From an optimization exercise on the open Yosys and OpenROAD flow, aimed at small area; shortcuts taken in it are not production practice. Only simulation tests tie the RTL to the original design; equivalence was not proved. Power and IR drop assume default switching activity.

$ cat design/flow/config.mk
export PLATFORM = sky130hd
export DESIGN_NAME = win_compare
export DESIGN_NICKNAME = win_compare
export VERILOG_FILES = /design/flow/design.v
export SDC_FILE = /design/flow/constraint.sdc
export NUM_CORES = 4
export LEC_CHECK = 0
export CAP_MARGIN = 20
export CORE_MARGIN = 2
export CORE_UTILIZATION = 40
export SLEW_MARGIN = 20
$ cat design/flow/constraint.sdc
create_clock -name core_clock -period 20.0 [get_ports {clk}]
set_input_delay 4.0000 -clock core_clock [delete_from_list [all_inputs] [get_ports {clk}]]
set_output_delay 4.0000 -clock core_clock [all_outputs]
set_load 0.01 [all_outputs]
$ cat design/flow/design.v
module win_compare (
    input  wire        clk,
    input  wire        rst,
    input  wire        cfg_we,
    input  wire [10:0] cfg_w,         
    input  wire [20:0] cfg_trms,      
    input  wire [20:0] cfg_tdc,       
    input  wire        restart,
    input  wire        in_valid,
    input  wire [24:0] in_m,
    input  wire [24:0] in_x,
    output reg         dec_valid,
    output wire        dec_rms_fail,
    output wire        dec_dc_fail,
    output wire        dec_rms_raise,
    output wire        dec_dc_raise,
    output wire [60:0] dec_sumsq,
    output wire [35:0] dec_sum
);
    reg  [10:0] w;
    reg  [20:0] trms, tdc;
    wire cfg_ok = cfg_we && cfg_w >= 11'd4 && cfg_w <= 11'd1024;
    wire clr    = restart || cfg_ok;
    wire take   = in_valid && !clr;
    always @(posedge clk) begin
        if (rst) begin
            w    <= 11'd36;
            trms <= 21'd66475;
            tdc  <= 21'd21021;
        end else if (cfg_ok) begin
            w    <= cfg_w;
            trms <= cfg_trms;
            tdc  <= cfg_tdc;
        end
    end
    reg  [25:0] dd;           
    reg  [9:0]  cnt;          
    reg         act;          
    reg  [3:0]  st;           
    reg         pend;         
    reg         brk;          
    reg         prev_rms, prev_dc;
    wire [10:0] cnt_inc = {1'b0, cnt} + 11'd1;
    wire        closes  = (cnt_inc == w);
    wire        step_last = act && (st == 4'd14);
    always @(posedge clk) begin
        if (take)
            dd <= $signed({in_m[24], in_m}) - $signed({in_x[24], in_x});
    end
    always @(posedge clk) begin
        if (rst) begin
            cnt <= 10'd0;
            act <= 1'b0;
            st  <= 4'd0;
            pend <= 1'b0;
            dec_valid <= 1'b0;
        end else begin
            dec_valid <= step_last && pend;
            if (clr)
                cnt <= 10'd0;
            else if (take)
                cnt <= closes ? 10'd0 : cnt_inc[9:0];
            if (take) begin
                act <= 1'b1;
                st  <= 4'd0;
                pend <= closes;
            end else begin
                if (act) st <= st + 4'd1;
                if (step_last) act <= 1'b0;
                if (dec_valid) pend <= 1'b0;
            end
        end
    end
    wire        s    = dd[25];
    wire [35:0] dext = {{10{s}}, dd};
    reg  [3:0]  dig;
    always @(*) begin
        case (st)
            4'd0: dig = dext[3:0];
            4'd1: dig = dext[7:4];
            4'd2: dig = dext[11:8];
            4'd3: dig = dext[15:12];
            4'd4: dig = dext[19:16];
            4'd5: dig = dext[23:20];
            4'd6: dig = dext[27:24];
            4'd7: dig = dext[31:28];
            default: dig = dext[35:32];
        endcase
    end
    reg         cn;
    wire [4:0]  gsum = {1'b0, dig ^ {4{s}}} + {4'd0, cn};
    wire        mul_on = (st <= 4'd6);
    wire [3:0]  g = mul_on ? gsum[3:0] : 4'd0;
    reg  [59:0] rq;
    reg         cq;
    wire [24:0] a    = dd[24:0] ^ {25{s}};           
    wire [28:0] pp   = a * g + (s ? {25'd0, g} : 29'd0);
    wire [32:0] ssum = {1'b0, rq[31:0]} + {4'd0, pp} + {4'd0, cq, 28'd0};
    wire [59:0] rq_t = {rq[59:32], ssum[31:0]};
    reg  [35:0] rd;
    reg         cd;
    wire [4:0]  dsum = {1'b0, rd[3:0]} + {1'b0, dig} + {4'd0, cd};
    wire        d_on = (st <= 4'd8);
    always @(posedge clk) begin
        if (take) begin
            cn <= s_in;
            cq <= 1'b0;
            cd <= 1'b0;
            if (cnt == 10'd0) begin
                rq <= 60'd0;
                rd <= 36'd0;
            end
        end else if (act) begin
            cn <= gsum[4];
            rq <= {rq_t[3:0], rq_t[59:4]};
            cq <= ssum[32];
            if (d_on) begin
                rd <= {dsum[3:0], rd[35:4]};
                cd <= dsum[4];
            end
        end
    end
    wire [25:0] d_in = $signed({in_m[24], in_m}) - $signed({in_x[24], in_x});
    wire        s_in = d_in[25];
    reg  [51:0] lr;
    reg  [31:0] ld;
    reg         lreq, lbusy;
    reg  [5:0]  lc;
    wire        stage1 = (lc < 6'd11);
    wire [20:0] lh   = stage1 ? lr[31:11] : lr[51:31];
    wire [21:0] lsum = {1'b0, lh} + (lr[0] ? {1'b0, trms} : 22'd0);
    wire [11:0] dsum2 = {1'b0, ld[31:21]} + (ld[0] ? {1'b0, w} : 12'd0);
    always @(posedge clk) begin
        if (rst) begin
            lreq  <= 1'b1;
            lbusy <= 1'b0;
            lc    <= 6'd0;
        end else if (cfg_ok) begin
            lreq  <= 1'b1;
            lbusy <= 1'b0;
        end else if (lreq && !pend) begin
            lreq  <= 1'b0;
            lbusy <= 1'b1;
            lc    <= 6'd0;
        end else if (lbusy) begin
            lc <= lc + 6'd1;
            if (lc == 6'd41) lbusy <= 1'b0;
        end
    end
    always @(posedge clk) begin
        if (!rst && !cfg_ok && lreq && !pend) begin
            lr <= {41'd0, w};
            ld <= {11'd0, tdc};
        end else if (!rst && !cfg_ok && lbusy) begin
            if (stage1)
                lr <= {lr[51:32], lsum, lr[10:1]};
            else
                lr <= {lsum, lr[30:1]};
            if (lc < 6'd21)
                ld <= {dsum2, ld[20:1]};
        end
    end
    wire [35:0] rd_abs_m = rd ^ {36{rd[35]}};        
    assign dec_rms_fail  = rq > {8'd0, lr};
    assign dec_dc_fail   = ({1'b0, rd_abs_m} + {36'd0, rd[35]}) > {5'd0, ld};
    assign dec_rms_raise = dec_rms_fail && prev_rms;
    assign dec_dc_raise  = dec_dc_fail && prev_dc;
    assign dec_sumsq     = {1'b0, rq};
    assign dec_sum       = rd;
    always @(posedge clk) begin
        if (rst) begin
            prev_rms <= 1'b0;
            prev_dc  <= 1'b0;
            brk      <= 1'b0;
        end else if (dec_valid) begin
            prev_rms <= dec_rms_fail && !(brk || clr);
            prev_dc  <= dec_dc_fail && !(brk || clr);
            brk      <= 1'b0;
        end else if (clr) begin
            if (pend) brk <= 1'b1;
            else begin
                prev_rms <= 1'b0;
                prev_dc  <= 1'b0;
            end
        end
    end
endmodule
$ cat design/flow/run.sh
#!/bin/bash
# synth_recipe.tcl (not shown) runs the flow's synth.tcl, then flattens the netlist and writes it again
# the make line also repeats each setting of config.mk as NAME=value (left out here)
make -C /OpenROAD-flow-scripts/flow DESIGN_CONFIG=/design/flow/config.mk WORK_HOME=/design/flow/orfs CLKGATE_MAP_FILE= SYNTH_SCRIPT=/design/flow/synth_recipe.tcl finish
==> run summary <==
-- layer usage --
| layer | GRT usage, % | vias to the layer above | part of all wire (%) |
|---|---|---|---|
| met4 | 5.88 | 2 | 2.4 |
| met2 | 38.5 | 398 | 49 |
| met1 | 28.6 | 9527 | 44 |
| met5 | 0 | - | 0.019 |
| met3 | 2.84 | 93 | 4.2 |
| li1 | - | 9712 | - |
-- final timing paths --
path	startpoint	to	slack [ps]	cells past startpoint
worst max-delay path	rd[35]	dec_dc_raise	9950	20
worst min-delay path	trms[19]	trms[19]	450	2
worst max register to register	st[1]	rq[27]	9970	33
worst min register to register	trms[19]	trms[19]	450	2
-- flip-flops by register name, summed over array words and instances (netlist names), 4 cells and up --
signal	count
rq	60
lr	52
rd	36
ld	32
dd	26
tdc	21
trms	21
w	11
cnt	10
lc	6
st	4
-- metrics by stage --
stage / hold WS (ps) / cell area [um^2] / utilization (%) / std cells
floorplan: 429 / 23400 / - / 2696
global placement: 439 / 25900 / 44.9 / 3551
detailed placement: 447 / 26000 / 44.9 / 3553
CTS: 457 / 27200 / 47.1 / 3621
global route: 469 / 27200 / 47.1 / 3621
finish: 455 / 27200 / 47.1 / 3621
-- logic make-up (layout without fill, tap and decap cells) --
logic type	Yosys count	after routing	synth area share, %
simple gates	959	959	20.0
buf+inv	305	465	5.48
fa+ha+maj	327	327	19.3
mux	25	25	1.08
other cells	1	1	0.0160
flops	290	290	31.4
xor+xnor	168	168	6.29
compound gates	621	621	16.5
-- layout make-up --
type / count / area [um^2]
Fill cell: 5574 / 30600
Multi-Input combinational cell: 2101 / 14800
Sequential cell: 290 / 7360
Clock inverter: 17 / 190
Tap cell: 765 / 957
Timing Repair Buffer: 222 / 2200
Inverter: 175 / 657
Clock buffer: 51 / 1070
-- cells in the mapped netlist (all sizes together), types with 8 or more instances --
| cell type | instances |
|---|---|
| or2 | 16 |
| inv | 175 |
| ha | 271 |
| o211ai | 16 |
| and3 | 13 |
| clkbuf | 70 |
| o31ai | 10 |
| a21o | 50 |
| edfxtp | 155 |
| xnor2 | 119 |
| a211oi | 32 |
| o22ai | 10 |
| nor2 | 269 |
| and4 | 12 |
| a22oi | 8 |
| and2 | 111 |
| a31oi | 28 |
| nand2 | 287 |
| buf | 60 |
| or3 | 16 |
| nor3 | 50 |
| nand2b | 29 |
| o21bai | 12 |
| a21oi | 197 |
| mux2i | 23 |
| nor2b | 29 |
| nand3 | 50 |
| fa | 56 |
| xor2 | 49 |
| nand4 | 22 |
| nand3b | 22 |
| dfxtp | 135 |
| o21a | 22 |
| o21ai | 162 |
-- power by group --
group	internal, mW	switching (mW)	total [mW]
combinational	1.45	1.92	3.37
sequential	0.833	0.120	0.954
clock	0.416	0.280	0.696
total	2.70	2.32	5.02
-- layout by cell type, fill, tap and decap left out, types with 10 or more instances in the layout --
master           instances
nand2_1                285
ha_1                   271
nor2_1                 268
clkdlybuf4s50_1        207
a21oi_1                197
inv_1                  174
o21ai_0                159
edfxtp_1               155
dfxtp_1                135
xnor2_1                119
and2_1                 110
fa_1                    56
a21o_1                  50
nand3_1                 50
xor2_1                  49
nor3_1                  45
clkbuf_16               38
nor2b_1                 29
a211oi_1                29
a31oi_1                 28
nand2b_1                28
mux2i_1                 23
o21a_1                  22
nand3b_1                22
nand4_1                 22
or2_2                   16
o211ai_1                16
or3_1                   15
and3_1                  13
buf_4                   13
o21bai_1                12
and4_1                  12
o31ai_1                 10
-- critical path: cells and delay by family (launching register included) --
kind	cells	cell delay (ps)
XOR/XNOR	2	380
AO/OA/AOI/OAI	10	2310
AND/OR/NAND/NOR	4	970
adder cells (fa/ha/maj)	2	550
buffers and inverters	2	970
flip-flops	1	320
==> run summary <==
The total of flip-flops plus latches after synthesis is 290. The global route total overflow came out at 0. Detailed placement ended at an HPWL of 51600 um. TritonCTS built the clock tree. Setup repair after global routing left no endpoint under its margin. In this run, the number of DRC markers left after iteration 0 of detailed routing was 1243.

The leakage power of the design came out at 11.1 nW. The flow ran to the end and the layout has no timing, DRC or antenna violations. The core outline area is 57800 um^2. The synthesized design devotes to its leading area cell type 19.9% of total area. The post-route minimum period is 10050 ps. The CTS clock-pin slew for the worst setup and hold paths is 60 ps. The layout overhead on the synthesized area came out at 16.3%. The setup clock skew after layout is 27.4 ps. The detailed-route via count came out at 19732.

The count of pins over their slew limit came to 0. The unique cell type count in the Yosys netlist came out at 88. The cell at the root of the clock tree is clkbuf_16.

The clock tree synthesis step divided the H-tree into 2 levels. The global-route total usage across every layer came out at 22.1%. Of the cells placed in the final design, the portion with a size suffix greater than 1 is 4.31%. The completed layout was analyzed and its total power is 5.02 mW. The count of final setup violators is 0. Of all nets on the critical path, the largest fanout is 65.

In the post-synthesis netlist, the biggest area contributors are edfxtp_1 20%, ha_1 14%, dfxtp_1 12%, fa_1 4.8%, nand2_1 4.6%. The average vias per placed instance is 5.45. The routability congestion estimate from global placement is 0.889. The number of hold buffers added after cts came out at 0.

In the synthesized netlist the dominant register cell turns out to be edfxtp_1. After clock tree synthesis, the repair step resized 0 gates. The number of flops mapped to enable cells by yosys is 155. The tool flagged a number of max-cap violations equal to 0. The worst setup path is launched from a flip-flop. The transition time at the pin with the least slew margin came out at 994 ps. The post-detailed-route DRC marker count is 0.

The total iterations of the first detailed-routing run came out at 6. Across the VDD grid, the largest voltage drop is 0.290 mV. The achievable clock frequency is 0.0995 GHz. The number of nets with antenna violations after routing is 0. The area of the die came out at 60500 um^2. The data arrival time of the critical path came out at 6050 ps. The aggregate routed wire length is 67300 um. The share of synthesized flip-flops with an asynchronous set or reset is 0%.

Counting the buffers created by CTS gives 37. The die width came out at 246 um. The vertical extent of the die came out at 246 um. In this run the tightest slew margin relative to its limit is 33.4%. The number of global-route vias before repair is 19487.

The min-delay analysis places its worst path in the category flip-flop to flip-flop. The number of cells produced by synthesis is 2696. The largest single stage delay on the critical path is 500 ps. The post-CTS setup buffer count came out at 0. The count of warnings emitted by yosys is 1. The most numerous cell type found on the critical path is o21ai_0.

The total power per unit cell area came out at 184 nW/um^2. Of the synthesized area, sequential elements account for 31.4%. A synthesized cell averages 8.68 um^2. The final setup TNS is 0 ps. The wire length of the first global-routing pass is 106000 um. In this run the core area contains 88 standard-cell rows. The post-synthesis cell type with the largest combined area is edfxtp_1. The net count after synthesis came out at 3131.

The number of port buffers came out at 208. The count of nets after finishing is 3262. The initial standard-cell utilization of the core is 40.5%.

STA classifies the critical path endpoint as an output port. The hold violation total from the final report is 0. The worst-skew pair later-pin latency is 570 ps.

In this run the count of I/O pins placed on the die edge is 210. The largest buffer count on any clock path came out at 3. The endpoint required time on the critical path came out at 16000 ps.

The worst setup path is of the flip-flop to output port kind. Setup slack closes at 9950 ps. The CTS sink count came out at 290. Dividing the detail-routed wire length by the instance count gives 18.6 um. The cell area that synthesis handed to floorplanning was 23400 um^2. The fraction of the cycle the final worst path needs is 50.3%. For this design, the slowest cell found on the critical path is buf_4.

The final antenna diode count came out at 0. Traced cell by cell, the critical path runs through buf_4 > xor2_1 > ha_1 > o21ai_1 > nand2b_2 > a211oi_4 > nand2b_1 > or3_1 > a22oi_1 > xnor2_1 > ha_1 > a21oi_1 > o21ai_0 > a21o_1 > a2111oi_0 > o21ai_0 > o21ai_0 > o211ai_1 > and2_1 > clkdlybuf4s50_1. The initial antenna violation count came to 1. The placement-stage worst setup slack is 10030 ps. The pin count of the biggest net entering global routing is 83.

==> what the ideal ports hide <==
No port has a modelled driver above. Below, the same layout with a new extraction and two added sets of constraints. Step 1, drivers: a clkbuf_16 drives clk and a buf_2 each remaining input, both assumed. Step 2 adds t to the input delays and takes it off the output delays; t is the mean of the earliest and latest rising clock arrival at the registers after step 1. Input paths then give back, and output paths get back, about the clock's delay inside the block. Slacks: ideal / step 1 / step 2; pairs: ideal / step 1.
t, ns: 0.613
setup WS [ns]: 9.949 / 9.890 / 9.973
clock arrival spread, ns: 0.031 / 0.031
After both steps setup and hold are still met in this run. The setup slack of this run moves by -0.059 ns with the drivers and by +0.024 ns with both steps.
